From an optimization exercise on the open Yosys and OpenROAD flow, aimed at small area, a short achievable clock period and few clock cycles per item; shortcuts taken in it are not production practice. Only simulation tests tie the RTL to the original design; equivalence was not proved.

$ cat design.v
module limiter (
    input  wire        clk,
    input  wire        rst,
    input  wire [5:0]  la,         
    input  wire        in_valid,
    output wire        in_ready,
    input  wire [31:0] x,          
    input  wire [30:0] thr,        
    input  wire [30:0] k,          
    output wire        out_valid,
    input  wire        out_ready,
    output wire [31:0] y,          
    output wire [28:0] gr          
);
    localparam [28:0] ONE = 29'h1000_0000;       
    localparam [27:0] CUTS = (28'd1 << 5) | (28'd1 << 10) | (28'd1 << 15) | (28'd1 << 20) | (28'd1 << 25);
    function integer stage_start;
        input integer r;
        integer j;
        begin
            stage_start = 0;
            for (j = 1; j < r; j = j + 1)
                if (CUTS[j]) stage_start = j;
        end
    endfunction
    reg  [5:0]  la_r;
    reg  [29:0] mrec_r;          
    reg  [2:0]  lsh_r;           
    reg  [29:0] mrec;
    reg  [2:0]  lsh;
    always @(*) begin
        case (la)
        6'd0:  begin mrec = 30'd536870912;  lsh = 3'd0; end
        6'd1:  begin mrec = 30'd536870912;  lsh = 3'd1; end
        6'd2:  begin mrec = 30'd715827883;  lsh = 3'd2; end
        6'd3:  begin mrec = 30'd536870912;  lsh = 3'd2; end
        6'd4:  begin mrec = 30'd858993460;  lsh = 3'd3; end
        6'd5:  begin mrec = 30'd715827883;  lsh = 3'd3; end
        6'd6:  begin mrec = 30'd613566757;  lsh = 3'd3; end
        6'd7:  begin mrec = 30'd536870912;  lsh = 3'd3; end
        6'd8:  begin mrec = 30'd954437177;  lsh = 3'd4; end
        6'd9:  begin mrec = 30'd858993460;  lsh = 3'd4; end
        6'd10: begin mrec = 30'd780903145;  lsh = 3'd4; end
        6'd11: begin mrec = 30'd715827883;  lsh = 3'd4; end
        6'd12: begin mrec = 30'd660764200;  lsh = 3'd4; end
        6'd13: begin mrec = 30'd613566757;  lsh = 3'd4; end
        6'd14: begin mrec = 30'd572662307;  lsh = 3'd4; end
        6'd15: begin mrec = 30'd536870912;  lsh = 3'd4; end
        6'd16: begin mrec = 30'd1010580541; lsh = 3'd5; end
        6'd17: begin mrec = 30'd954437177;  lsh = 3'd5; end
        6'd18: begin mrec = 30'd904203642;  lsh = 3'd5; end
        6'd19: begin mrec = 30'd858993460;  lsh = 3'd5; end
        6'd20: begin mrec = 30'd818089009;  lsh = 3'd5; end
        6'd21: begin mrec = 30'd780903145;  lsh = 3'd5; end
        6'd22: begin mrec = 30'd746950835;  lsh = 3'd5; end
        6'd23: begin mrec = 30'd715827883;  lsh = 3'd5; end
        6'd24: begin mrec = 30'd687194768;  lsh = 3'd5; end
        6'd25: begin mrec = 30'd660764200;  lsh = 3'd5; end
        6'd26: begin mrec = 30'd636291452;  lsh = 3'd5; end
        6'd27: begin mrec = 30'd613566757;  lsh = 3'd5; end
        6'd28: begin mrec = 30'd592409283;  lsh = 3'd5; end
        6'd29: begin mrec = 30'd572662307;  lsh = 3'd5; end
        6'd30: begin mrec = 30'd554189329;  lsh = 3'd5; end
        6'd31: begin mrec = 30'd536870912;  lsh = 3'd5; end
        default: begin mrec = 30'd1041204193; lsh = 3'd6; end
        endcase
    end
    always @(posedge clk) begin
        la_r   <= la;
        mrec_r <= mrec;
        lsh_r  <= lsh;
    end
    wire pipe_adv;               
    wire loop_adv;               
    wire [31:0] ax_in = x[31] ? 32'd0 - x : x;
    wire [31:0] na0 = ax_in;
    wire [31:0] nt0 = {1'b0, thr};
    wire        z16 = ~|na0[31:16];
    wire [31:0] na1 = z16 ? {na0[15:0], 16'd0} : na0;
    wire [31:0] nt1 = z16 ? {nt0[15:0], 16'd0} : nt0;
    wire        z8  = ~|na1[31:24];
    wire [31:0] na2 = z8  ? {na1[23:0], 8'd0} : na1;
    wire [31:0] nt2 = z8  ? {nt1[23:0], 8'd0} : nt1;
    wire        z4  = ~|na2[31:28];
    wire [31:0] na3 = z4  ? {na2[27:0], 4'd0} : na2;
    wire [31:0] nt3 = z4  ? {nt2[27:0], 4'd0} : nt2;
    wire        z2  = ~|na3[31:30];
    wire [31:0] na4 = z2  ? {na3[29:0], 2'd0} : na3;
    wire [31:0] nt4 = z2  ? {nt3[29:0], 2'd0} : nt3;
    wire        z1  = ~na4[31];
    wire [31:0] na5 = z1  ? {na4[30:0], 1'd0} : na4;
    wire [31:0] nt5 = z1  ? {nt4[30:0], 1'd0} : nt4;
    reg         i_v, i_big;
    reg  [31:0] i_x, i_an, i_bn;
    reg  [30:0] i_k;
    always @(posedge clk) begin
        if (rst)
            i_v <= 1'b0;
        else if (pipe_adv)
            i_v <= in_valid;
        if (pipe_adv) begin
            i_x   <= x;
            i_k   <= k;
            i_big <= ax_in > {1'b0, thr};
            i_bn  <= na5;
            i_an  <= nt5;
        end
    end
    wire        rv  [0:28];
    wire [31:0] rx  [0:28];
    wire [30:0] rk  [0:28];
    wire        rbg [0:28];
    wire [31:0] rbn [0:28];
    wire [34:0] rs  [0:28];
    wire [34:0] rc  [0:28];
    wire [27:0] rqp [0:28];
    wire [27:0] rqn [0:28];
    wire [28:0] rQ  [0:28];
    wire [28:0] rQM [0:28];
    wire [27:0] rDP [0:28];
    wire [27:0] rDN [0:28];
    genvar gi;
    generate
        for (gi = 0; gi < 28; gi = gi + 1) begin : row
            wire        v_i, bg_i;
            wire [31:0] x_i, bn_i;
            wire [30:0] k_i;
            wire [34:0] s_i, c_i;
            wire [27:0] qp_i, qn_i;
            wire [28:0] Q_i, QM_i;
            wire [27:0] dp_i, dn_i;
            if (gi == 0) begin : first
                assign v_i = i_v; assign x_i = i_x; assign k_i = i_k; assign bg_i = i_big;
                assign bn_i = i_bn; assign s_i = {3'b000, i_an}; assign c_i = 35'd0;
                assign qp_i = 28'd0; assign qn_i = 28'd0;
                assign Q_i = 29'd0; assign QM_i = 29'h1000_0000;
                assign dp_i = 28'd0; assign dn_i = 28'd0;
            end else if (CUTS[gi]) begin : cut
                localparam integer A  = stage_start(gi);
                localparam integer A2 = stage_start(A);
                localparam [28:0] UO = 29'd1 << (28 - A2);
                localparam [28:0] UN = 29'd1 << (28 - A);
                wire [28:0] dd   = {1'b0, rDP[gi]} - {1'b0, rDN[gi]};
                wire [28:0] dlo  = dd & (UO - 29'd1);
                wire [28:0] base = dd[28] ? rQM[gi] : rQ[gi];
                wire [28:0] cq   = base | dlo;
                wire [28:0] cqm  = (dd == 29'd0) ? (rQM[gi] | (UO - UN)) : (base | (dlo - UN));
                reg  [28:0] Q_q;
                reg  [27:0] dp_q, dn_q;
                reg        v_q, bg_q;
                reg [31:0] x_q, bn_q;
                reg [30:0] k_q;
                reg [34:0] s_q, c_q;
                always @(posedge clk) begin
                    if (rst)
                        v_q <= 1'b0;
                    else if (pipe_adv)
                        v_q <= rv[gi];
                    if (pipe_adv) begin
                        x_q <= rx[gi]; k_q <= rk[gi]; bg_q <= rbg[gi]; bn_q <= rbn[gi];
                        s_q <= rs[gi]; c_q <= rc[gi]; Q_q <= cq;
                        dp_q <= rqp[gi]; dn_q <= rqn[gi];
                    end
                end
                assign v_i = v_q; assign x_i = x_q; assign k_i = k_q; assign bg_i = bg_q;
                assign bn_i = bn_q; assign s_i = s_q; assign c_i = c_q;
                assign qp_i = 28'd0; assign qn_i = 28'd0;
                assign Q_i = Q_q; assign QM_i = Q_q - UN;
                assign dp_i = dp_q; assign dn_i = dn_q;
            end else begin : pass
                assign v_i = rv[gi]; assign x_i = rx[gi]; assign k_i = rk[gi]; assign bg_i = rbg[gi];
                assign bn_i = rbn[gi]; assign s_i = rs[gi]; assign c_i = rc[gi];
                assign qp_i = rqp[gi]; assign qn_i = rqn[gi];
                assign Q_i = rQ[gi]; assign QM_i = rQM[gi];
                assign dp_i = rDP[gi]; assign dn_i = rDN[gi];
            end
            wire [34:0] s2  = {s_i[33:0], 1'b0};
            wire [34:0] c2  = {c_i[33:0], 1'b0};
            wire        qpos, qneg;
            if (gi == 0 || CUTS[gi]) begin : direct
                wire [3:0] est = s2[34:31] + c2[34:31];
                assign qpos = ~est[3];
                assign qneg = est[3] & ~(&est[2:0]);
            end else begin : spec
                assign qpos = row[gi-1].pp_p ? row[gi-1].np_p : row[gi-1].pn_p ? row[gi-1].nn_p : row[gi-1].nz_p;
                assign qneg = row[gi-1].pp_p ? row[gi-1].np_n : row[gi-1].pn_p ? row[gi-1].nn_n : row[gi-1].nz_n;
            end
            wire        pp_p = qpos;
            wire        pn_p = qneg;
            wire [34:0] op  = qpos ? ~{3'b000, bn_i} : (qneg ? {3'b000, bn_i} : 35'd0);
            wire [34:0] cy  = (s2 & c2) | (s2 & op) | (c2 & op);
            wire [34:0] opp = ~{3'b000, bn_i};
            wire [34:0] opn = {3'b000, bn_i};
            wire [34:0] sp_ = s2 ^ c2 ^ opp;
            wire [34:0] cp_ = (s2 & c2) | (s2 & opp) | (c2 & opp);
            wire [34:0] sn_ = s2 ^ c2 ^ opn;
            wire [34:0] cn_ = (s2 & c2) | (s2 & opn) | (c2 & opn);
            wire [34:0] sz_ = s2 ^ c2;
            wire [34:0] cz_ = s2 & c2;
            wire [3:0]  ep  = sp_[33:30] + cp_[32:29];
            wire [3:0]  en  = sn_[33:30] + cn_[32:29];
            wire [3:0]  ez  = sz_[33:30] + cz_[32:29];
            wire        np_p = ~ep[3], np_n = ep[3] & ~(&ep[2:0]);
            wire        nn_p = ~en[3], nn_n = en[3] & ~(&en[2:0]);
            wire        nz_p = ~ez[3], nz_n = ez[3] & ~(&ez[2:0]);
            assign rv[gi+1]  = v_i;
            assign rx[gi+1]  = x_i;
            assign rk[gi+1]  = k_i;
            assign rbg[gi+1] = bg_i;
            assign rbn[gi+1] = bn_i;
            assign rs[gi+1]  = s2 ^ c2 ^ op;
            assign rc[gi+1]  = {cy[33:0], qpos};
            assign rqp[gi+1] = qp_i | ({27'd0, qpos} << (27 - gi));
            assign rqn[gi+1] = qn_i | ({27'd0, qneg} << (27 - gi));
            assign rQ[gi+1]  = Q_i;
            assign rQM[gi+1] = QM_i;
            assign rDP[gi+1] = dp_i;
            assign rDN[gi+1] = dn_i;
        end
    endgenerate
    localparam integer AE  = stage_start(28);
    localparam integer AE2 = stage_start(AE);
    localparam [28:0] UOE2 = 29'd1 << (28 - AE2);
    localparam [28:0] UOE  = 29'd1 << (28 - AE);
    wire [28:0] ed   = {1'b0, rDP[28]} - {1'b0, rDN[28]};
    wire [28:0] elo  = ed & (UOE2 - 29'd1);
    wire [28:0] ebas = ed[28] ? rQM[28] : rQ[28];
    wire [28:0] eq   = ebas | elo;
    wire [28:0] eqm  = (ed == 29'd0) ? (rQM[28] | (UOE2 - UOE)) : (ebas | (elo - UOE));
    wire [34:0] wfin = rs[28] + rc[28];
    wire        wneg = wfin[34];
    wire [28:0] fd   = {1'b0, rqp[28]} - {1'b0, rqn[28]};
    wire [28:0] flo  = fd & (UOE - 29'd1);
    wire [28:0] fbas = fd[28] ? eqm : eq;
    wire [28:0] fq   = fbas | flo;
    wire [28:0] fqm  = (fd == 29'd0) ? (eqm | (UOE - 29'd1)) : (fbas | (flo - 29'd1));
    wire [28:0] gn_d = rbg[28] ? {1'b0, (wneg ? fqm[27:0] : fq[27:0])} : ONE;
    reg         p_v, p_bg;
    reg  [31:0] p_x;
    reg  [30:0] p_k;
    reg  [31:0] p_kp;            
    reg  [28:0] p_gn;
    always @(posedge clk) begin
        if (rst)
            p_v <= 1'b0;
        else if (pipe_adv)
            p_v <= rv[28];
        if (pipe_adv) begin
            p_x   <= rx[28];
            p_k   <= rk[28];
            p_kp  <= 32'h8000_0000 - {1'b0, rk[28]};
            p_bg  <= rbg[28];
            p_gn  <= gn_d;
        end
    end
    reg  [28:0] g, s, t;
    reg  [5:0]  h;
    reg         qdone;
    reg         qa;              
    reg  [28:0] dnum_r;
    reg  [29:0] qp;              
    reg         y_v;             
    reg  [31:0] leave_r;
    reg         o_v;
    reg  [31:0] o_y;
    reg  [28:0] o_g;
    wire        out_free = ~o_v | out_ready;
    wire        lt       = p_gn < g;
    wire        need_q   = lt & ~qdone;
    assign loop_adv = p_v & ~need_q & (~y_v | out_free);
    assign pipe_adv = ~p_v | loop_adv;
    assign in_ready = pipe_adv & ~rst;
    wire [28:0] dnum  = g - p_gn + {23'd0, la_r};
    wire [29:0] qsh   = qp >> lsh_r;
    wire [28:0] qv    = qsh[28:0];
    wire [60:0] rel;
    lim_mul_rel u_rel (.a(qa ? dnum_r : g), .b(qa ? {2'b00, mrec_r} : p_kp),
                       .c(qa ? 59'd0 : {p_k, 28'd0}), .p(rel));
    wire [28:0] g_rel = rel[59:31];
    wire        use_q = qdone && (qv > s);
    wire [28:0] s1  = use_q ? qv : s;
    wire [28:0] t1  = (qdone && p_gn < t) ? p_gn : t;
    wire [29:0] gms = {1'b0, g} - {1'b0, s};
    wire [29:0] gmq = {1'b0, g} - {1'b0, qv};
    wire        hs  = gms[29] || ((gms[28:0] <= t) && (!qdone || gms[28:0] <= p_gn));
    wire        hq  = gmq[29] || ((gmq[28:0] <= t) && (gmq[28:0] <= p_gn));
    wire        hit = hs || (qdone && hq);
    wire [29:0] gs  = use_q ? gmq : gms;
    wire        s1nz = qdone || (s != 29'd0);      
    wire [5:0]  h1 = p_bg ? la_r + 6'd1 : h;
    wire [31:0] x_cur = p_x;
    wire [4:0]  segsel = (la_r[5]) ? 5'b11111 : la_r[4:0];
    wire        seg_e  = la_r[5];
    reg  [31:0] l0 [0:0];
    reg  [31:0] l1 [0:1];
    reg  [31:0] l2 [0:3];
    reg  [31:0] l3 [0:7];
    reg  [31:0] l4 [0:15];
    reg  [31:0] l5 [0:0];
    wire [31:0] c0 = x_cur;
    wire [31:0] c1 = segsel[0] ? l0[0]  : c0;
    wire [31:0] c2 = segsel[1] ? l1[1]  : c1;
    wire [31:0] c3 = segsel[2] ? l2[3]  : c2;
    wire [31:0] c4 = segsel[3] ? l3[7]  : c3;
    wire [31:0] c5 = segsel[4] ? l4[15] : c4;
    wire [31:0] c6 = seg_e     ? l5[0]  : c5;
    reg  [5:0]  fill;            
    wire [31:0] leave = (fill >= la_r) ? c6 : 32'd0;
    integer i;
    always @(posedge clk) begin
        if (loop_adv) begin
            l0[0] <= c0;
            l1[0] <= c1;
            for (i = 1; i < 2; i = i + 1) l1[i] <= l1[i-1];
            l2[0] <= c2;
            for (i = 1; i < 4; i = i + 1) l2[i] <= l2[i-1];
            l3[0] <= c3;
            for (i = 1; i < 8; i = i + 1) l3[i] <= l3[i-1];
            l4[0] <= c4;
            for (i = 1; i < 16; i = i + 1) l4[i] <= l4[i-1];
            l5[0] <= c5;
            leave_r <= leave;
        end
        if (rst)
            fill <= 6'd0;
        else if (loop_adv && fill != 6'd32)
            fill <= fill + 6'd1;
    end
    always @(posedge clk) begin
        if (rst) begin
            g     <= ONE;
            s     <= 29'd0;
            t     <= ONE;
            h     <= 6'd0;
            qdone <= 1'b0;
            qa    <= 1'b0;
            y_v   <= 1'b0;
        end else begin
            if (p_v && need_q && !qa) begin
                qa     <= 1'b1;
                dnum_r <= dnum;
            end
            if (qa) begin
                qa    <= 1'b0;
                qp    <= rel[58:29];
                qdone <= 1'b1;
            end
            if (loop_adv) begin
                qdone <= 1'b0;
                if (s1nz) begin
                    h <= h1;
                    if (hit) begin
                        g <= t1;
                        s <= 29'd0;
                        t <= ONE;
                    end else begin
                        g <= gs[28:0];
                        s <= s1;
                        t <= t1;
                    end
                end else if (h1 != 6'd0) begin
                    h <= h1 - 6'd1;
                end else begin
                    h <= h1;
                    g <= g_rel;
                end
            end
            if (loop_adv)
                y_v <= 1'b1;
            else if (out_free)
                y_v <= 1'b0;
        end
    end
    wire [61:0] yprod;
    lim_mul_y u_y (.a(leave_r), .b(g), .p(yprod));
    always @(posedge clk) begin
        if (rst)
            o_v <= 1'b0;
        else if (y_v && out_free)
            o_v <= 1'b1;
        else if (out_ready)
            o_v <= 1'b0;
        if (y_v && out_free) begin
            o_y <= yprod[59:28];
            o_g <= g;
        end
    end
    assign out_valid = o_v;
    assign y         = o_y;
    assign gr        = o_g;
endmodule
module lim_mul_rel (input wire [28:0] a, input wire [31:0] b, input wire [58:0] c, output wire [60:0] p);
    wire [34:0] bx = {2'd0, b, 1'b0};
    wire [30:0] a1 = {1'b0, 1'b0, a};
    wire [30:0] a2 = {1'b0, a, 1'b0};
    wire [2:0] d0 = bx[2:0];
    wire one0 = d0[0] ^ d0[1];
    wire two0 = (d0 == 3'b011) | (d0 == 3'b100);
    wire neg0 = d0[2] & ~(d0 == 3'b111);
    wire [30:0] r0 = ({31{one0}} & a1 | {31{two0}} & a2) ^ {31{neg0}};
    wire [60:0] t0 = {30'd0, ~r0[30], r0[29:0]} << 0;
    wire [2:0] d1 = bx[4:2];
    wire one1 = d1[0] ^ d1[1];
    wire two1 = (d1 == 3'b011) | (d1 == 3'b100);
    wire neg1 = d1[2] & ~(d1 == 3'b111);
    wire [30:0] r1 = ({31{one1}} & a1 | {31{two1}} & a2) ^ {31{neg1}};
    wire [60:0] t1 = {30'd0, ~r1[30], r1[29:0]} << 2;
    wire [2:0] d2 = bx[6:4];
    wire one2 = d2[0] ^ d2[1];
    wire two2 = (d2 == 3'b011) | (d2 == 3'b100);
    wire neg2 = d2[2] & ~(d2 == 3'b111);
    wire [30:0] r2 = ({31{one2}} & a1 | {31{two2}} & a2) ^ {31{neg2}};
    wire [60:0] t2 = {30'd0, ~r2[30], r2[29:0]} << 4;
    wire [2:0] d3 = bx[8:6];
    wire one3 = d3[0] ^ d3[1];
    wire two3 = (d3 == 3'b011) | (d3 == 3'b100);
    wire neg3 = d3[2] & ~(d3 == 3'b111);
    wire [30:0] r3 = ({31{one3}} & a1 | {31{two3}} & a2) ^ {31{neg3}};
    wire [60:0] t3 = {30'd0, ~r3[30], r3[29:0]} << 6;
    wire [2:0] d4 = bx[10:8];
    wire one4 = d4[0] ^ d4[1];
    wire two4 = (d4 == 3'b011) | (d4 == 3'b100);
    wire neg4 = d4[2] & ~(d4 == 3'b111);
    wire [30:0] r4 = ({31{one4}} & a1 | {31{two4}} & a2) ^ {31{neg4}};
    wire [60:0] t4 = {30'd0, ~r4[30], r4[29:0]} << 8;
    wire [2:0] d5 = bx[12:10];
    wire one5 = d5[0] ^ d5[1];
    wire two5 = (d5 == 3'b011) | (d5 == 3'b100);
    wire neg5 = d5[2] & ~(d5 == 3'b111);
    wire [30:0] r5 = ({31{one5}} & a1 | {31{two5}} & a2) ^ {31{neg5}};
    wire [60:0] t5 = {30'd0, ~r5[30], r5[29:0]} << 10;
    wire [2:0] d6 = bx[14:12];
    wire one6 = d6[0] ^ d6[1];
    wire two6 = (d6 == 3'b011) | (d6 == 3'b100);
    wire neg6 = d6[2] & ~(d6 == 3'b111);
    wire [30:0] r6 = ({31{one6}} & a1 | {31{two6}} & a2) ^ {31{neg6}};
    wire [60:0] t6 = {30'd0, ~r6[30], r6[29:0]} << 12;
    wire [2:0] d7 = bx[16:14];
    wire one7 = d7[0] ^ d7[1];
    wire two7 = (d7 == 3'b011) | (d7 == 3'b100);
    wire neg7 = d7[2] & ~(d7 == 3'b111);
    wire [30:0] r7 = ({31{one7}} & a1 | {31{two7}} & a2) ^ {31{neg7}};
    wire [60:0] t7 = {30'd0, ~r7[30], r7[29:0]} << 14;
    wire [2:0] d8 = bx[18:16];
    wire one8 = d8[0] ^ d8[1];
    wire two8 = (d8 == 3'b011) | (d8 == 3'b100);
    wire neg8 = d8[2] & ~(d8 == 3'b111);
    wire [30:0] r8 = ({31{one8}} & a1 | {31{two8}} & a2) ^ {31{neg8}};
    wire [60:0] t8 = {30'd0, ~r8[30], r8[29:0]} << 16;
    wire [2:0] d9 = bx[20:18];
    wire one9 = d9[0] ^ d9[1];
    wire two9 = (d9 == 3'b011) | (d9 == 3'b100);
    wire neg9 = d9[2] & ~(d9 == 3'b111);
    wire [30:0] r9 = ({31{one9}} & a1 | {31{two9}} & a2) ^ {31{neg9}};
    wire [60:0] t9 = {30'd0, ~r9[30], r9[29:0]} << 18;
    wire [2:0] d10 = bx[22:20];
    wire one10 = d10[0] ^ d10[1];
    wire two10 = (d10 == 3'b011) | (d10 == 3'b100);
    wire neg10 = d10[2] & ~(d10 == 3'b111);
    wire [30:0] r10 = ({31{one10}} & a1 | {31{two10}} & a2) ^ {31{neg10}};
    wire [60:0] t10 = {30'd0, ~r10[30], r10[29:0]} << 20;
    wire [2:0] d11 = bx[24:22];
    wire one11 = d11[0] ^ d11[1];
    wire two11 = (d11 == 3'b011) | (d11 == 3'b100);
    wire neg11 = d11[2] & ~(d11 == 3'b111);
    wire [30:0] r11 = ({31{one11}} & a1 | {31{two11}} & a2) ^ {31{neg11}};
    wire [60:0] t11 = {30'd0, ~r11[30], r11[29:0]} << 22;
    wire [2:0] d12 = bx[26:24];
    wire one12 = d12[0] ^ d12[1];
    wire two12 = (d12 == 3'b011) | (d12 == 3'b100);
    wire neg12 = d12[2] & ~(d12 == 3'b111);
    wire [30:0] r12 = ({31{one12}} & a1 | {31{two12}} & a2) ^ {31{neg12}};
    wire [60:0] t12 = {30'd0, ~r12[30], r12[29:0]} << 24;
    wire [2:0] d13 = bx[28:26];
    wire one13 = d13[0] ^ d13[1];
    wire two13 = (d13 == 3'b011) | (d13 == 3'b100);
    wire neg13 = d13[2] & ~(d13 == 3'b111);
    wire [30:0] r13 = ({31{one13}} & a1 | {31{two13}} & a2) ^ {31{neg13}};
    wire [60:0] t13 = {30'd0, ~r13[30], r13[29:0]} << 26;
    wire [2:0] d14 = bx[30:28];
    wire one14 = d14[0] ^ d14[1];
    wire two14 = (d14 == 3'b011) | (d14 == 3'b100);
    wire neg14 = d14[2] & ~(d14 == 3'b111);
    wire [30:0] r14 = ({31{one14}} & a1 | {31{two14}} & a2) ^ {31{neg14}};
    wire [60:0] t14 = {30'd0, ~r14[30], r14[29:0]} << 28;
    wire [2:0] d15 = bx[32:30];
    wire one15 = d15[0] ^ d15[1];
    wire two15 = (d15 == 3'b011) | (d15 == 3'b100);
    wire neg15 = d15[2] & ~(d15 == 3'b111);
    wire [30:0] r15 = ({31{one15}} & a1 | {31{two15}} & a2) ^ {31{neg15}};
    wire [60:0] t15 = {30'd0, ~r15[30], r15[29:0]} << 30;
    wire [2:0] d16 = bx[34:32];
    wire one16 = d16[0] ^ d16[1];
    wire two16 = (d16 == 3'b011) | (d16 == 3'b100);
    wire neg16 = d16[2] & ~(d16 == 3'b111);
    wire [30:0] r16 = ({31{one16}} & a1 | {31{two16}} & a2) ^ {31{neg16}};
    wire [60:0] t16 = {30'd0, r16} << 32;
    wire [60:0] nv = ({60'd0, neg0} << 0) | ({60'd0, neg1} << 2) | ({60'd0, neg2} << 4) | ({60'd0, neg3} << 6) | ({60'd0, neg4} << 8) | ({60'd0, neg5} << 10) | ({60'd0, neg6} << 12) | ({60'd0, neg7} << 14) | ({60'd0, neg8} << 16) | ({60'd0, neg9} << 18) | ({60'd0, neg10} << 20) | ({60'd0, neg11} << 22) | ({60'd0, neg12} << 24) | ({60'd0, neg13} << 26) | ({60'd0, neg14} << 28) | ({60'd0, neg15} << 30) | ({60'd0, neg16} << 32);
    assign p = t0 + t1 + t2 + t3 + t4 + t5 + t6 + t7 + t8 + t9 + t10 + t11 + t12 + t13 + t14 + t15 + t16 + nv + 61'd768614336762478592 + {2'd0, c};
endmodule
module lim_mul_y (input wire [31:0] a, input wire [28:0] b, output wire [61:0] p);
    wire [30:0] bx = {1'd0, b, 1'b0};
    wire [33:0] a1 = {a[31], a[31], a};
    wire [33:0] a2 = {a[31], a, 1'b0};
    wire [2:0] d0 = bx[2:0];
    wire one0 = d0[0] ^ d0[1];
    wire two0 = (d0 == 3'b011) | (d0 == 3'b100);
    wire neg0 = d0[2] & ~(d0 == 3'b111);
    wire [33:0] r0 = ({34{one0}} & a1 | {34{two0}} & a2) ^ {34{neg0}};
    wire [61:0] t0 = {28'd0, ~r0[33], r0[32:0]} << 0;
    wire [2:0] d1 = bx[4:2];
    wire one1 = d1[0] ^ d1[1];
    wire two1 = (d1 == 3'b011) | (d1 == 3'b100);
    wire neg1 = d1[2] & ~(d1 == 3'b111);
    wire [33:0] r1 = ({34{one1}} & a1 | {34{two1}} & a2) ^ {34{neg1}};
    wire [61:0] t1 = {28'd0, ~r1[33], r1[32:0]} << 2;
    wire [2:0] d2 = bx[6:4];
    wire one2 = d2[0] ^ d2[1];
    wire two2 = (d2 == 3'b011) | (d2 == 3'b100);
    wire neg2 = d2[2] & ~(d2 == 3'b111);
    wire [33:0] r2 = ({34{one2}} & a1 | {34{two2}} & a2) ^ {34{neg2}};
    wire [61:0] t2 = {28'd0, ~r2[33], r2[32:0]} << 4;
    wire [2:0] d3 = bx[8:6];
    wire one3 = d3[0] ^ d3[1];
    wire two3 = (d3 == 3'b011) | (d3 == 3'b100);
    wire neg3 = d3[2] & ~(d3 == 3'b111);
    wire [33:0] r3 = ({34{one3}} & a1 | {34{two3}} & a2) ^ {34{neg3}};
    wire [61:0] t3 = {28'd0, ~r3[33], r3[32:0]} << 6;
    wire [2:0] d4 = bx[10:8];
    wire one4 = d4[0] ^ d4[1];
    wire two4 = (d4 == 3'b011) | (d4 == 3'b100);
    wire neg4 = d4[2] & ~(d4 == 3'b111);
    wire [33:0] r4 = ({34{one4}} & a1 | {34{two4}} & a2) ^ {34{neg4}};
    wire [61:0] t4 = {28'd0, ~r4[33], r4[32:0]} << 8;
    wire [2:0] d5 = bx[12:10];
    wire one5 = d5[0] ^ d5[1];
    wire two5 = (d5 == 3'b011) | (d5 == 3'b100);
    wire neg5 = d5[2] & ~(d5 == 3'b111);
    wire [33:0] r5 = ({34{one5}} & a1 | {34{two5}} & a2) ^ {34{neg5}};
    wire [61:0] t5 = {28'd0, ~r5[33], r5[32:0]} << 10;
    wire [2:0] d6 = bx[14:12];
    wire one6 = d6[0] ^ d6[1];
    wire two6 = (d6 == 3'b011) | (d6 == 3'b100);
    wire neg6 = d6[2] & ~(d6 == 3'b111);
    wire [33:0] r6 = ({34{one6}} & a1 | {34{two6}} & a2) ^ {34{neg6}};
    wire [61:0] t6 = {28'd0, ~r6[33], r6[32:0]} << 12;
    wire [2:0] d7 = bx[16:14];
    wire one7 = d7[0] ^ d7[1];
    wire two7 = (d7 == 3'b011) | (d7 == 3'b100);
    wire neg7 = d7[2] & ~(d7 == 3'b111);
    wire [33:0] r7 = ({34{one7}} & a1 | {34{two7}} & a2) ^ {34{neg7}};
    wire [61:0] t7 = {28'd0, ~r7[33], r7[32:0]} << 14;
    wire [2:0] d8 = bx[18:16];
    wire one8 = d8[0] ^ d8[1];
    wire two8 = (d8 == 3'b011) | (d8 == 3'b100);
    wire neg8 = d8[2] & ~(d8 == 3'b111);
    wire [33:0] r8 = ({34{one8}} & a1 | {34{two8}} & a2) ^ {34{neg8}};
    wire [61:0] t8 = {28'd0, ~r8[33], r8[32:0]} << 16;
    wire [2:0] d9 = bx[20:18];
    wire one9 = d9[0] ^ d9[1];
    wire two9 = (d9 == 3'b011) | (d9 == 3'b100);
    wire neg9 = d9[2] & ~(d9 == 3'b111);
    wire [33:0] r9 = ({34{one9}} & a1 | {34{two9}} & a2) ^ {34{neg9}};
    wire [61:0] t9 = {28'd0, ~r9[33], r9[32:0]} << 18;
    wire [2:0] d10 = bx[22:20];
    wire one10 = d10[0] ^ d10[1];
    wire two10 = (d10 == 3'b011) | (d10 == 3'b100);
    wire neg10 = d10[2] & ~(d10 == 3'b111);
    wire [33:0] r10 = ({34{one10}} & a1 | {34{two10}} & a2) ^ {34{neg10}};
    wire [61:0] t10 = {28'd0, ~r10[33], r10[32:0]} << 20;
    wire [2:0] d11 = bx[24:22];
    wire one11 = d11[0] ^ d11[1];
    wire two11 = (d11 == 3'b011) | (d11 == 3'b100);
    wire neg11 = d11[2] & ~(d11 == 3'b111);
    wire [33:0] r11 = ({34{one11}} & a1 | {34{two11}} & a2) ^ {34{neg11}};
    wire [61:0] t11 = {28'd0, ~r11[33], r11[32:0]} << 22;
    wire [2:0] d12 = bx[26:24];
    wire one12 = d12[0] ^ d12[1];
    wire two12 = (d12 == 3'b011) | (d12 == 3'b100);
    wire neg12 = d12[2] & ~(d12 == 3'b111);
    wire [33:0] r12 = ({34{one12}} & a1 | {34{two12}} & a2) ^ {34{neg12}};
    wire [61:0] t12 = {28'd0, ~r12[33], r12[32:0]} << 24;
    wire [2:0] d13 = bx[28:26];
    wire one13 = d13[0] ^ d13[1];
    wire two13 = (d13 == 3'b011) | (d13 == 3'b100);
    wire neg13 = d13[2] & ~(d13 == 3'b111);
    wire [33:0] r13 = ({34{one13}} & a1 | {34{two13}} & a2) ^ {34{neg13}};
    wire [61:0] t13 = {28'd0, ~r13[33], r13[32:0]} << 26;
    wire [2:0] d14 = bx[30:28];
    wire one14 = d14[0] ^ d14[1];
    wire two14 = (d14 == 3'b011) | (d14 == 3'b100);
    wire neg14 = d14[2] & ~(d14 == 3'b111);
    wire [33:0] r14 = ({34{one14}} & a1 | {34{two14}} & a2) ^ {34{neg14}};
    wire [61:0] t14 = {28'd0, ~r14[33], r14[32:0]} << 28;
    wire [61:0] nv = ({61'd0, neg0} << 0) | ({61'd0, neg1} << 2) | ({61'd0, neg2} << 4) | ({61'd0, neg3} << 6) | ({61'd0, neg4} << 8) | ({61'd0, neg5} << 10) | ({61'd0, neg6} << 12) | ({61'd0, neg7} << 14) | ({61'd0, neg8} << 16) | ({61'd0, neg9} << 18) | ({61'd0, neg10} << 20) | ({61'd0, neg11} << 22) | ({61'd0, neg12} << 24) | ({61'd0, neg13} << 26) | ({61'd0, neg14} << 28);
    assign p = t0 + t1 + t2 + t3 + t4 + t5 + t6 + t7 + t8 + t9 + t10 + t11 + t12 + t13 + t14 + nv + 62'd1537228675672440832;
endmodule
$ cat run.sh
#!/bin/bash
# synth_recipe.tcl (not shown) runs the flow's synth.tcl, then flattens the netlist and writes it again
# the make line also repeats each setting of config.mk as NAME=value (left out here)
make -C /OpenROAD-flow-scripts/flow DESIGN_CONFIG=/design/flow/config.mk WORK_HOME=/design/flow/orfs CLKGATE_MAP_FILE= SYNTH_SCRIPT=/design/flow/synth_recipe.tcl finish
$ cat config.mk
export PLATFORM = sky130hd
export DESIGN_NAME = limiter
export DESIGN_NICKNAME = limiter
export VERILOG_FILES = /design/flow/design.v
export SDC_FILE = /design/flow/constraint.sdc
export NUM_CORES = 4
export LEC_CHECK = 0
export CAP_MARGIN = 20
export CORE_MARGIN = 2
export CORE_UTILIZATION = 40
export CTS_BUF_LIST = sky130_fd_sc_hd__clkbuf_4 sky130_fd_sc_hd__clkbuf_8
export SETUP_SLACK_MARGIN = 3.5
export SLEW_MARGIN = 20
$ cat constraint.sdc
create_clock -name core_clock -period 13.0 [get_ports {clk}]
set_input_delay 2.6000 -clock core_clock [delete_from_list [all_inputs] [get_ports {clk}]]
set_output_delay 2.6000 -clock core_clock [all_outputs]
set_load 0.01 [all_outputs]
==> summary.md, run 1 <==
| Metric | Value |
|---|---|
| Detailed Route Iter0 Violations | `~11,000` |
| Syn_nets | `19,600` |
| Critical path's most frequent cell | `fa_1` |
| Synthesized flop and latch total | `~2,500` |
| Die area | `475,000 sq um` |
| Port bufs | `~170` |
| Rel. slew slack | `between 10% and 20%` |
| DRT Wirelength | `roughly 510,000 um` |
| Final net count | `roughly 20,000` |
| Remaining DRCs | `0` |
| RD Place Congestion | `about 0.96` |
| Reg2reg end | `row[20].genblk1.cut.s_q[24]` |
| Post-CTS Hold Fix Bufs | `0` |
| Reg2reg start | `row[15].genblk1.cut.s_q[30]` |
| Clock slew at reported path FFs | `about 0.060 ns` |
| Post-Synthesis Cell Area | `188,000 sq um` |
| R2r setup slk | `3.83 ns` |
| First-pass GRT wire length | `between 700,000 and 800,000 um` |
| Mapped Cells | `roughly 16,000` |
| Initial Util | `between 40% and 50%` |
| Commonest non-fill, non-tap cell in the layout | `edfxtp_1` |
| Worst path required time | `between 10 and 15 ns` |
| Avg Inst Size Synth | `around 11 sq um` |
| Commonest non-fill, non-tap cells in the layout | `2,336 x edfxtp_1, 2,225 x inv_1, 1,784 x fa_1` |
| Worst Setup Start Kind | `flip-flop` |
| Worst-path maximum fanout | `34` |
| Hold Crit Class | `reg -> reg` |
| Max clock buf depth | `4` |
| RSZ-0062 raised after global routing | `no` |
| Fin crit share | `70.6%` |
| H-tree level count | `5` |
| Initial antenna violation count | `25` |
| FILL cells | `43,500` |
| Vias in the first global route | `127,000` |
| Seq. cell area | `73,100 sq um` |
| Clock buffer count from CTS | `between 400 and 500` |
| Post-synth top flop | `edfxtp_1` |
| Worst slew pin tran | `about 1.3 ns` |
| Outcome | `finished clean` |
| Fmax | `109 MHz` |
| Row cnt | `between 200 and 300` |
| Pre-CTS setup slack | `~3.1 ns` |
| Register area share after synthesis | `roughly two fifths` |
| Ys Warns | `7` |
| Antenna viol nets, final | `0` |
| Multi-input gate area | `103,000 sq um` |
| Max Clock Skew | `0.176 ns` |
| CORE AREA | `about 470,000 sq um` |
| WL per Instance | `between 20 and 25 um` |
| Skew-Pair Late Insertion Delay | `approximately 1.2 ns` |
| Via count | `124,000` |
| TritonCTS clock tree | `yes` |
| Period minus WS final | `just over 9 ns` |
| Setup tns final | `0 ns` |
| Clock Sinks | `between 2,000 and 2,500` |
| Overall die height | `just under 700 um` |
| Setup-failing EPs final | `0` |
| Synth cell types | `101` |
| Pin count of the biggest net entering global routing | `187` |
| Vias per cell | `around 5.4` |
| P&R area growth vs syn | `9.86%` |
| Die X | `between 600 and 700 um` |
| Ports | `approximately 170` |
| Crit. End Element | `flip-flop` |
| Crit path from | `row[15].genblk1.cut.s_q[30]` |
| CTS root buffer | `clkbuf_8` |
| Dpl hpwl | `about 370,000 um` |
| CP max-delay cell | `fa_2` |
| Layout cells sized above 1 | `a little under a tenth` |
| Max Transition Viols Final | `0` |
| Worst Slack Setup Final | `3.83 ns` |
| Async SR Flop Fraction | `0%` |
| Fin util | `approximately 44%` |
| Max-cap violations | `0` |
| DRT Pass-1 Iters | `7` |
| Post-synth EDFFs | `between 2,000 and 2,500` |
| Congestion Overflow GR | `0` |
| Setup CP Type | `reg -> reg` |
| R2r worst-path depth | `31` |
| Hold Vio Cnt, Final | `0` |
| Largest stage delay on the critical path | `around 0.63 ns` |
| Critical Path End | `row[20].genblk1.cut.s_q[24]` |
| Worst EP arrival | `around 9.9 ns` |
| GRT Util Overall | `21.1%` |
## cells in the mapped netlist (all sizes together) (76+ instances only)
cell       n  area, sq um
nor2b    102          638
ha      1238        15500
nor2     896         3370
a21oi    902         4510
mux2i    274         2740
a22oi    922         6920
buf      176          732
nor3     112          571
mux2     263         2960
edfxtp  2336        70100
nand2    837         3140
inv     2240         8410
xor2     375         3280
xnor2   1011         8850
a21o     229         1720
nand3    142          711
fa      1799        36000
nand4     76          475
o21ai    649         3270
dfxtp    148         2960
clkbuf   818         3070
## sequential cells by signal, indices dropped and copies added, names as in the netlist, 31 cells and up
register	flops
i_an	32
i_bn	32
i_k	31
i_x	32
l0	32
l1	64
l2	128
l3	256
l4	512
l5	32
leave_r	32
o_y	32
p_kp	32
p_x	32
rQ	50
row.c_i	165
row.genblk1.cut.bn_q	160
row.genblk1.cut.k_q	155
row.genblk1.cut.s_q	170
row.genblk1.cut.x_q	160
## per-stage QoR
step	instance area [sq um]	hold slack [ns]	std cells
3_5_place_dp	196000	0.405	22200
6_report	206000	0.282	23000
4_1_cts	205000	0.284	22900
3_3_place_gp	196000	0.400	22200
5_1_grt	206000	0.315	23000
2_1_floorplan	188000	0.400	16500
## cell families (layout without fill, tap and decap cells)
| kind of cell | Yosys count | in the layout | synth area share, % |
|---|---|---|---|
| AO/OA/AOI/OAI | 3296 | 3299 | 11.3 |
| buffers and inverters | 3247 | 3538 | 6.53 |
| adder cells (fa/ha/maj) | 3037 | 3037 | 27.5 |
| flip-flops | 2484 | 2484 | 39.0 |
| AND/OR/NAND/NOR | 2469 | 2470 | 5.88 |
| XOR/XNOR | 1395 | 1395 | 6.58 |
| multiplexers | 555 | 556 | 3.26 |
| other | 1 | 16 | 0.00200 |
## critical path, delay by kind of cell, from the launching register on
kind | cells | cell delay (ns)
adders and majority gates | 9 | 3.95
AOI/OAI and AO/OA | 9 | 1.98
and+or+nand+nor | 5 | 1.22
xor gates and xnor gates | 2 | 0.45
buffers and inverters | 5 | 0.68
muxes | 1 | 0.11
DFF | 1 | 0.42
## worst min path at each step
stage                                     from                          to  slack [ns]  cells after the start
floorplan                             l1[0][0]                    l1[1][0]        0.40                      0
global placement                     l3[2][25]                   l3[3][25]        0.40                      0
detailed placement                   l1[0][18]                   l1[1][18]        0.40                      0
CTS                 row[15].genblk1.cut.k_q[2]  row[20].genblk1.cut.k_q[2]        0.28                      0
global route        row[20].genblk1.cut.k_q[3]  row[25].genblk1.cut.k_q[3]        0.31                      0
finish              row[15].genblk1.cut.k_q[2]  row[20].genblk1.cut.k_q[2]        0.28                      0
## layer usage
metal	vias up	track usage [%]	share of wire [%]
li1	56400	-	-
met1	62200	29.0	43
met2	4355	33.9	46
met3	1052	3.23	6.9
met4	14	7.44	3.8
met5	-	0	0.019
## what timing repair did
action / CTS / global route
resized for setup: 30 / 185
setup endpoints to repair: 262 / 350
cloned: 0 / 11
buffers inserted: 2 / 53
pin swaps: 0 / 19
## area by class of cell
class                      count  share of cell area, %
inverter                    2253                   4.11
clock buffer                 536                   3.25
tap                         6198                   3.76
clock inverter               223                  0.870
antenna                       15                 0.0182
timing repair buffer         526                   2.32
multi-input combinational  10800                   50.2
sequential                  2484                   35.5
Testbench counts, summed over its fixed seeds: cycles 12,836, items 12,000.
==> run 2, diff against run 1 <==
--- a/config.mk
+++ b/config.mk
@@ -10,4 +10,4 @@
 export CORE_UTILIZATION = 40
 export CTS_BUF_LIST = sky130_fd_sc_hd__clkbuf_4 sky130_fd_sc_hd__clkbuf_8
-export SETUP_SLACK_MARGIN = 3.5
+export SETUP_SLACK_MARGIN = 4.0
 export SLEW_MARGIN = 20
==> run 2 against run 1 <==
  * Largest cell class unchanged
  * Sequential share of layout area is 0.48 points lower
  * Clock skew is 0.0034 ns higher
  * Critical path type unchanged
  * Worst hold slack worse by 0.0083 ns
  * Utilization is 0.60 points higher
  * Still clean on timing, DRC and antenna
  * Routed wire length is 1.7% higher
==> summary.md, run 2 <==
| Metric | Value |
|---|---|
| Outcome | `finished clean` |
| Worst-path maximum fanout | `7` |
| Vias in the first global route | `about 130k` |
| TritonCTS clock tree | `yes` |
| Worst path required time | `13.76 ns` |
| Design Area, Final | `approximately 210,000 sq um` |
| Mapped Cells | `16,500` |
| Avg Inst Size Synth | `~11 sq um` |
| Max reg flops | `512` |
| RD Place Congestion | `around 0.96` |
| Period minus WS final | `a little under 9 ns` |
| Reg with most FFs | `l4` |
| Largest regs | `l4 x512, l3 x256, row.genblk1.cut.s_q x170` |
| Clock buffer count from CTS | `~420` |
| Die area | `approximately 470,000 sq um` |
| Dpl hpwl | `368,000 um` |
| Commonest non-fill, non-tap cells in the layout | `2,336 x edfxtp_1, 2,219 x inv_1, 1,767 x fa_1` |
| Seq. cell area | `about 73,000 sq um` |
| Layout cells sized above 1 | `between 10 and 15%` |
| Placed cell areas | `~200,000 sq um` |
| Crit. End Element | `flip-flop` |
| Setup CP Type | `reg -> reg` |
| GRT Util Overall | `21.2%` |
| Max-cap violations | `0` |
| Max Clock Skew | `0.180 ns` |
| Congestion Overflow GR | `0` |
| P&R area growth vs syn | `11.4%` |
| Commonest non-fill, non-tap cell in the layout | `edfxtp_1` |
| Max clock buf depth | `4` |
| Clock slew at reported path FFs | `approximately 0.060 ns` |
| Synth cell types | `a little over 100` |
| FILL cells | `43,200` |
| Die X | `just under 700 um` |
| Worst Setup Start Kind | `flip-flop` |
| Fmax | `between 100 and 150 MHz` |
| Post-CTS Hold Fix Bufs | `0` |
| Register area share after synthesis | `slightly below 40%` |
| Synthesized flop and latch total | `~2,500` |
| Antenna viol nets, final | `0` |
| Ys Warns | `7` |
| WHS | `about 0.27 ns` |
| Async SR Flop Fraction | `0%` |
| Post-synth top flop | `edfxtp_1` |
| Remaining DRCs | `0` |
| Top cell types by occurrence after synthesis | `2,336 x edfxtp_1, 2,229 x inv_1, 1,799 x fa_1` |
| Clock Sinks | `about 2,500` |
| Post-Synthesis Cell Area | `~190,000 sq um` |
| Row cnt | `251` |
| Initial antenna violation count | `15` |
| Worst slew pin tran | `about 1.2 ns` |
| Final net count | `between 15,000 and 20,000` |
| RSZ-0062 raised after global routing | `no` |
| H-tree level count | `5` |
| Ports | `between 150 and 200` |
| Post-synth EDFFs | `around 2,300` |
| Port bufs | `about 170` |
| Initial Util | `approximately 40%` |
| Overall die height | `689 um` |
| Largest stage delay on the critical path | `0.58 ns` |
| First-pass GRT wire length | `just under 800,000 um` |
| Skew-Pair Late Insertion Delay | `between 1 and 1.5 ns` |
| Hold Vio Cnt, Final | `0` |
| Pin count of the biggest net entering global routing | `between 150 and 200` |
| Setup-failing EPs final | `0` |
| Most frequent cell after synthesis | `edfxtp_1` |
| Worst EP arrival | `~9.5 ns` |
| Hold Crit Class | `reg -> reg` |
| Rel. slew slack | `between 10% and 20%` |
| Leading area contributor after synthesis | `edfxtp_1` |
| DRT Wirelength | `around 500,000 um` |
| CORE AREA | `467,000 sq um` |
| Yosys top cell area share | `37.4%` |
| CP max-delay cell | `fa_2` |
| Via count | `about 130k` |
| Fin util | `roughly 45%` |
| Vias per cell | `between 5 and 6` |
| Area contributors post-synth | `edfxtp_1 37%, fa_1 19%, ha_1 8.3%` |
| Syn_nets | `~20,000` |
| Multi-input gate area | `around 100,000 sq um` |
| Max Transition Viols Final | `0` |
| Detailed Route Iter0 Violations | `about 12,000` |
| CTS root buffer | `clkbuf_8` |
| DRT Pass-1 Iters | `7` |
| WL per Instance | `about 22 um` |
| Setup tns final | `0 ns` |
| Fin crit share | `67.3%` |
run 2: final cells by class:
class / count / share of cell area (%)
Inverter: 2253 / 4.07
Multi-Input combinational cell: 10800 / 50.1
Timing Repair Buffer: 662 / 3.06
Clock buffer: 536 / 3.20
Tap cell: 6198 / 3.71
Clock inverter: 223 / 0.859
Sequential cell: 2484 / 35.0
Antenna cell: 8 / 0.00958
run 2: logic make-up (layout without fill, tap and decap cells):
family | Yosys count | in the layout | share of synthesized area (%)
and+or+nand+nor | 2469 | 2470 | 5.88
muxes | 555 | 562 | 3.26
adders and majority gates | 3037 | 3037 | 27.5
xor gates and xnor gates | 1395 | 1395 | 6.58
other | 1 | 9 | 0.00200
DFF | 2484 | 2484 | 39.0
buffers and inverters | 3247 | 3674 | 6.53
AOI/OAI and AO/OA | 3296 | 3300 | 11.3
run 2: critical path: cells and delay by family (launching register included):
| kind | cells | cell delay, ns |
|---|---|---|
| compound gates | 8 | 1.37 |
| simple gates | 5 | 1.03 |
| mux | 2 | 0.47 |
| xor+xnor | 1 | 0.16 |
| flops | 1 | 0.44 |
| fa+ha+maj | 10 | 3.94 |
| buf+inv | 9 | 1.01 |
run 2: final timing paths:
| kind | slack, ns | endpoint | depth (start not counted) | start |
|---|---|---|---|---|
| worst max-delay path | 4.25 | row[20].genblk1.cut.s_q[17] | 35 | row[15].c_i[30] |
| worst min-delay path | 0.27 | row[20].genblk1.cut.k_q[2] | 0 | row[15].genblk1.cut.k_q[2] |
| worst max register to register | 4.25 | row[20].genblk1.cut.s_q[17] | 35 | row[15].c_i[30] |
| worst min register to register | 0.27 | row[20].genblk1.cut.k_q[2] | 0 | row[15].genblk1.cut.k_q[2] |
run 2: timing repair:
item | 4_1_cts | 5_1_grt
setup endpoints to repair | 346 | 448
cloned | 9 | 21
buffers inserted | 28 | 151
resized for setup | 161 | 348
pin swaps | 17 | 55
run 2: per-stage QoR:
| stage | setup slack, ns | std cells |
|---|---|---|
| 2_1_floorplan | -11.50 | 16500 |
| 3_3_place_gp | 3.04 | 22200 |
| 3_5_place_dp | 3.07 | 22200 |
| 4_1_cts | 4.00 | 22900 |
| 5_1_grt | 3.90 | 23100 |
| 6_report | 4.25 | 23100 |
run 2: per-layer routing:
metal / vias to the layer above / part of all wire [%] / global-route usage [%]
li1: 56700 / - / -
met5: - / 0.013 / 0
met2: 4464 / 46 / 34.0
met3: 1015 / 7.0 / 3.25
met4: 10 / 3.9 / 7.54
met1: 63000 / 43 / 29.3
==> run 3, diff against run 2 <==
--- a/config.mk
+++ b/config.mk
@@ -10,4 +10,5 @@
 export CORE_UTILIZATION = 40
 export CTS_BUF_LIST = sky130_fd_sc_hd__clkbuf_4 sky130_fd_sc_hd__clkbuf_8
-export SETUP_SLACK_MARGIN = 4.0
+export PLACE_DENSITY_LB_ADDON = 0.1
+export SETUP_SLACK_MARGIN = 4.25
 export SLEW_MARGIN = 20
==> run 3 against run 2 <==
  * Still clean on timing, DRC and antenna
  * Area after synthesis is the same
  * Utilization grew 0.54 points
  * Critical path type is now in -> reg
==> summary.md, run 3 <==
| Metric | Value |
|---|---|
| Outcome | `finished clean` |
| Antenna viol nets, final | `0` |
| Crit path from | `x[13]` |
| Top delay family on crit path | `compound AO/OA/AOI/OAI gates` |
| Period minus WS final | `between 8 and 9 ns` |
| RD Place Congestion | `0.943` |
| Die X | `~700 um` |
| H-tree level count | `5` |
| CP max-delay cell | `clkdlybuf4s50_1` |
| Reg with most FFs | `l4` |
| Worst-path maximum fanout | `43` |
| Dpl hpwl | `396,000 um` |
| Reg2reg start | `row[15].c_i[30]` |
| Hold Crit Class | `reg -> reg` |
| CTS root buffer | `clkbuf_8` |
| Ports | `167` |
| Largest stage delay on the critical path | `between 0.5 and 0.6 ns` |
| GRT Util Overall | `23.2%` |
| Layout cells sized above 1 | `between 10% and 20%` |
| Top cell types by occurrence after synthesis | `2,336 x edfxtp_1, 2,229 x inv_1, 1,799 x fa_1` |
| Post-CTS Hold Fix Bufs | `0` |
| Port bufs | `166` |
| Hold Vio Cnt, Final | `0` |
| Initial Util | `approximately 40%` |
| Clock Sinks | `2,484` |
| Post-synth EDFFs | `between 2,000 and 2,500` |
| Leading area contributor after synthesis | `edfxtp_1` |
| Worst slew pin tran | `approximately 1.1 ns` |
| Crit. End Element | `flip-flop` |
| CORE AREA | `between 400,000 and 500,000 sq um` |
| CP Cell Sequence | `clkdlybuf4s50_1 -> nor3_1 -> nand3_1 -> o41ai_1 -> xor2_1 -> o221ai_2 -> nor2_2 -> nand2_2 -> o221a_1 -> o41ai_2 -> a21oi_1 -> o21ai_4 -> buf_4 -> inv_2 -> mux2_1` |
| Fin util | `a little under half` |
| P&R area growth vs syn | `12.7%` |
| First-pass GRT wire length | `about 840,000 um` |
| Clock slew at reported path FFs | `~0.06 ns` |
| Fmax | `roughly 120 MHz` |
| Async SR Flop Fraction | `0%` |
| Pin count of the biggest net entering global routing | `between 150 and 200` |
| Worst EP arrival | `9.36 ns` |
| Register area share after synthesis | `39.0%` |
| RSZ-0062 raised after global routing | `yes` |
| Clock buffer count from CTS | `approximately 430` |
| Max Transition Viols Final | `0` |
| Post-synth top flop | `edfxtp_1` |
| Setup-failing EPs final | `0` |
| Worst path required time | `about 14 ns` |
| Row cnt | `roughly 250` |
| Area contributors post-synth | `edfxtp_1 37%, fa_1 19%, ha_1 8.3%` |
| Worst Setup Start Kind | `primary input` |
| Overall die height | `689 um` |
| Synthesized flop and latch total | `2,484` |
| Setup tns final | `0 ns` |
| Setup CP Type | `in -> reg` |
| DRT Wirelength | `562,000 um` |
| DRT Pass-1 Iters | `6` |
| Final net count | `between 15,000 and 20,000` |
| Max clock buf depth | `4` |
| Max Clock Skew | `0.171 ns` |
| Largest regs | `l4 x512, l3 x256, row.genblk1.cut.s_q x170` |
| Max-cap violations | `0` |
| Fin crit share | `roughly two thirds` |
| Remaining DRCs | `0` |
| Avg Inst Size Synth | `between 10 and 15 sq um` |
| Vias per cell | `around 5.4` |
| Commonest non-fill, non-tap cell in the layout | `edfxtp_1` |
| R2r setup slk | `~4.5 ns` |
| Vias in the first global route | `128,000` |
| Beginning of the worst hold path | `l3[3][28]` |
| Congestion Overflow GR | `0` |
| Initial antenna violation count | `18` |
| Die area | `roughly 470,000 sq um` |
| CP Buf/Inv Count | `3` |
| Synth cell types | `a little over 100` |
| Ys Warns | `7` |
| Rel. slew slack | `27.2%` |
| Commonest non-fill, non-tap cells in the layout | `2,336 x edfxtp_1, 2,199 x inv_1, 1,755 x fa_1` |
| WL per Instance | `24.2 um` |
| TritonCTS clock tree | `yes` |
| Detailed Route Iter0 Violations | `about 11,000` |
| Yosys top cell area share | `37.4%` |
| Via count | `roughly 130k` |
| Most frequent cell after synthesis | `edfxtp_1` |
| Mapped Cells | `between 15,000 and 20,000` |
| Max reg flops | `just over 500` |
| Skew-Pair Late Insertion Delay | `between 1 and 1.5 ns` |
| Post-Synthesis Cell Area | `between 150,000 and 200,000 sq um` |
| Syn_nets | `approximately 20,000` |
## run 3: changes by cell type in the layout (fill, tap and decap cells not counted), moves of 13 or more
cell and change:
buf_4 +41, buf_6 +19, clkbuf_4 +58, clkbuf_8 +22, clkinv_1 -43, clkinv_2 -13
ha_1 -34, ha_2 +16, ha_4 +18, inv_1 -20, inv_2 +14, nor2_1 -14
## run 3: area by class of cell
| class | instances | area (sq um) |
|---|---|---|
| Multi-Input combinational cell | 10800 | 105000 |
| Antenna cell | 7 | 17.5 |
| Sequential cell | 2484 | 73100 |
| Tap cell | 6198 | 7750 |
| Clock inverter | 164 | 1500 |
| Inverter | 2253 | 8530 |
| Timing Repair inverter | 1 | 7.51 |
| Clock buffer | 616 | 7430 |
| Fill cell | 43700 | 256000 |
| Timing Repair Buffer | 747 | 7620 |
## run 3: cells by family after synthesis
group | share of synthesized area (%)
AOI/OAI and AO/OA | 11.3
xor gates and xnor gates | 6.58
adders and majority gates | 27.5
buffers and inverters | 6.53
DFF | 39.0
muxes | 3.26
other | 0.00200
and+or+nand+nor | 5.88
## run 3: worst paths after layout
kind,to,depth (start not counted)
worst min-delay path,l3[4][28],0
worst max register to register,row[20].genblk1.cut.s_q[29],36
worst min register to register,l3[4][28],0
worst max-delay path,i_an[23],15
## run 3: timing repair
action | in CTS | in global routing
hold endpoints to repair | 0 | 0
gates cloned | 29 | 29
setup endpoints to repair | 486 | 472
pin swaps | 59 | 148
gates resized for setup | 342 | 402
setup buffers | 110 | 139
## run 3: worst register-to-register path, delay by kind of cell (launching register included)
family          cells  cell delay [ns]
flops               1             0.39
xor+xnor            2             0.33
simple gates        4             0.92
buf+inv             9             1.23
mux                 1             0.17
fa+ha+maj          10             3.62
compound gates     10             1.58
## run 3: through the flow
stage	cells	instance area, sq um	hold WS [ns]	setup WS (ns)
final	23200	211000	0.363	4.50
after global routing	23200	211000	0.326	4.19
after CTS	23100	208000	0.328	4.17
after detailed placement	22100	196000	0.405	2.76
after global placement	22100	196000	0.400	2.80
after floorplan	16500	188000	0.400	-11.50
## run 3: metal layers
layer,share of wire (%),up-vias,track usage (%)
met4,2.8,12,6.06
li1,-,57000,-
met3,6.5,855,3.85
met1,45,63500,33.1
met5,0.014,-,0
met2,45,3868,36.8
==> run 4, diff against run 3 <==
--- a/config.mk
+++ b/config.mk
@@ -9,6 +9,5 @@
 export CORE_MARGIN = 2
 export CORE_UTILIZATION = 40
-export CTS_BUF_LIST = sky130_fd_sc_hd__clkbuf_4 sky130_fd_sc_hd__clkbuf_8
-export PLACE_DENSITY_LB_ADDON = 0.1
-export SETUP_SLACK_MARGIN = 4.25
+export CTS_BUF_LIST = sky130_fd_sc_hd__clkbuf_2 sky130_fd_sc_hd__clkbuf_4
+export SETUP_SLACK_MARGIN = 4.0
 export SLEW_MARGIN = 20
==> run 4 against run 3 <==
  * Still clean on timing, DRC and antenna
  * Count of clock-buffer cells in the layout is 330 higher
  * Die area stayed put
  * Area after synthesis stayed put
  * Worst hold slack got worse by 0.13 ns
==> summary.md, run 4 <==
| Metric | Value |
|---|---|
| CTS root buffer | `clkbuf_4` |
| Overall die height | `between 600 and 700 um` |
| Row cnt | `251` |
| Worst Setup Start Kind | `flip-flop` |
| Met3 wire length | `around 37,000 um` |
| Async SR Flop Fraction | `0%` |
| Crit. End Element | `flip-flop` |
| Die X | `between 600 and 700 um` |
| Worst EP arrival | `approximately 10 ns` |
| Reg with most FFs | `l4` |
| WL per Instance | `about 22 um` |
| P&R area growth vs syn | `10.9%` |
| Fin crit share | `between 60% and 70%` |
| Synth cell types | `just over 100` |
| Worst slew pin tran | `roughly 1.2 ns` |
| Yosys top cell area share | `37.4%` |
| Synthesized flop and latch total | `around 2,500` |
| CP max-delay cell | `fa_2` |
| Max reg flops | `about 510` |
| Setup CP Type | `reg -> reg` |
| Initial Util | `approximately two fifths` |
| Post-CTS Hold Fix Bufs | `0` |
| Ys Warns | `7` |
| DRT Wirelength | `roughly 520,000 um` |
| Largest stage delay on the critical path | `~0.58 ns` |
| Setup tns final | `0 ns` |
| Top cell types by occurrence after synthesis | `2,336 x edfxtp_1, 2,229 x inv_1, 1,799 x fa_1` |
| Placed cell areas | `196,000 sq um` |
| Worst path required time | `14.12 ns` |
| Max clock buf depth | `4` |
| Worst Slack Setup Final | `4.23 ns` |
| Remaining DRCs | `0` |
| Port bufs | `166` |
| Initial antenna violation count | `27` |
| Setup-failing EPs final | `0` |
| Ports | `~170` |
| First-pass GRT wire length | `around 790,000 um` |
| Top delay family on crit path | `adder cells` |
| Congestion Overflow GR | `0` |
| Commonest non-fill, non-tap cells in the layout | `2,336 x edfxtp_1, 2,221 x inv_1, 1,769 x fa_1` |
| Skew-Pair Late Insertion Delay | `between 1.5 and 2 ns` |
| Largest regs | `l4 x512, l3 x256, row.genblk1.cut.s_q x170` |
| Rel. slew slack | `a little under a fifth` |
| Pre-CTS setup slack | `3.07 ns` |
| DRT Pass-1 Iters | `8` |
| Mapped Cells | `16,500` |
| Die area | `475,000 sq um` |
| Top layer in use | `met5` |
| Syn_nets | `~20,000` |
| Vias per cell | `about 5.4` |
| Most frequent cell after synthesis | `edfxtp_1` |
| CP Buf/Inv Count | `6` |
| Outcome | `finished clean` |
| Register area share after synthesis | `39.0%` |
| Clock Sinks | `around 2,500` |
| GRT Util Overall | `between 20% and 30%` |
| Design Area, Final | `roughly 210,000 sq um` |
| Period minus WS final | `8.77 ns` |
| H-tree level count | `6` |
| RD Place Congestion | `approximately 0.96` |
| RSZ-0062 raised after global routing | `no` |
| Dpl hpwl | `about 370,000 um` |
| Hold Crit Class | `reg -> reg` |
| Layout cells sized above 1 | `between 10% and 20%` |
| Fmax | `114 MHz` |
| Pin count of the biggest net entering global routing | `about 190` |
| Clock buffer count from CTS | `666` |
| Clock slew at reported path FFs | `approximately 0.070 ns` |
| Critical path's most frequent cell | `fa_1` |
| Avg Inst Size Synth | `11.4 sq um` |
| CORE AREA | `~470,000 sq um` |
| Post-synth EDFFs | `2,336` |
| Hold Vio Cnt, Final | `0` |
| Post-synth top flop | `edfxtp_1` |
| Total length of routed met2 wires | `~240,000 um` |
| Final net count | `around 20,000` |
| Commonest non-fill, non-tap cell in the layout | `edfxtp_1` |
| Area contributors post-synth | `edfxtp_1 37%, fa_1 19%, ha_1 8.3%` |
| Detailed Route Iter0 Violations | `~11,000` |
| Max Transition Viols Final | `0` |
| TritonCTS clock tree | `yes` |
| M1 wire length | `222,000 um` |
| Max Clock Skew | `~0.25 ns` |
| Via count | `127,000` |
| Vias in the first global route | `between 100k and 150k` |
| Max-cap violations | `0` |
| Antenna viol nets, final | `0` |
| Post-Synthesis Cell Area | `~190,000 sq um` |
| Leading area contributor after synthesis | `edfxtp_1` |
| Worst-path maximum fanout | `17` |
==> run 4: cell counts after synthesis <==
No cell type changed its count.
==> run 4: final timing paths <==
check,from,end,slack (ns),cells after the start
max reg2reg,row[15].c_i[30],row[20].genblk1.cut.s_q[30],4.23,32
max,row[15].c_i[30],row[20].genblk1.cut.s_q[30],4.23,32
min reg2reg,row[10].genblk1.cut.k_q[0],row[15].genblk1.cut.k_q[0],0.24,0
min,row[10].genblk1.cut.k_q[0],row[15].genblk1.cut.k_q[0],0.24,0
==> run 4: kinds of logic after synthesis <==
group | synth area share, %
AND/OR/NAND/NOR | 5.88
multiplexers | 3.26
AO/OA/AOI/OAI | 11.3
adder cells (fa/ha/maj) | 27.5
buffers and inverters | 6.53
XOR/XNOR | 6.58
flip-flops | 39.0
other | 0.00200
==> run 4: repair_timing <==
item	4_1_cts	5_1_grt
resized for setup	161	305
endpoints found under the setup margin	346	448
cloned	8	19
pin swaps	17	41
setup buffers	31	107
==> run 4: layout make-up <==
class                           count  area (sq um)
Antenna cell                       19          47.5
Sequential cell                  2484         73100
Clock buffer                      946          7100
Multi-Input combinational cell  10800        104000
Tap cell                         6198          7750
Inverter                         2253          8490
Fill cell                       43600        259000
Timing Repair Buffer              621          5990
Clock inverter                    165          1180
==> run 4: layer usage <==
layer | vias up | GRT usage (%)
met5 | - | 0
met4 | 20 | 7.96
met3 | 1033 | 3.63
met2 | 4709 | 34.1
met1 | 63400 | 29.1
li1 | 57400 | -
==> run 4: per-stage QoR <==
step | hold WS [ns] | instances | util, %
finish | 0.236 | 23400 | 44.5
global placement | 0.400 | 22200 | 41.9
floorplan | 0.400 | 16500 | -
global route | 0.307 | 23400 | 44.5
detailed placement | 0.405 | 22200 | 42.0
CTS | 0.224 | 23300 | 44.0

-- afterwards: timing with drivers on the ports --
How much do the figures lean on ideal ports? The routed layouts below were timed once more, with nothing changed but the port constraints.
Step 1, drivers: a clkbuf_16 drives clk and a buf_2 each remaining input, both assumed.
Step 2 adds t to the input delays and takes it off the output delays; t is the mean of the earliest and latest rising clock arrival at the registers after step 1. Input paths then give back, and output paths get back, about the clock's delay inside the block.
a / b / c = ideal ports / drivers / drivers and shift; a / b = the first two.
| run | shift t [ns] | slack for setup (ns) | hold WS [ns] | clock arrival spread, ns | slew at the worst register clock pin (ns) |
|---|---|---|---|---|---|
| run 1 | 1.192 | 3.827 / 3.827 / 3.547 | 0.282 / 0.282 / 0.282 | 0.216 / 0.215 | 0.09 / 0.09 |
| run 2 | 1.189 | 4.248 / 4.248 / 3.492 | 0.274 / 0.274 / 0.274 | 0.221 / 0.222 | 0.09 / 0.09 |
| run 3 | 1.218 | 4.503 / 4.426 / 3.376 | 0.363 / 0.363 / 0.363 | 0.172 / 0.172 | 0.08 / 0.08 |
| run 4 | 1.602 | 4.234 / 4.234 / 3.521 | 0.236 / 0.236 / 0.236 | 0.280 / 0.280 | 0.08 / 0.08 |
After both steps every run listed still meets setup and hold. The setup slack of run 3, which loses most, moves by -0.077 ns with the drivers and by -1.127 ns with both steps.
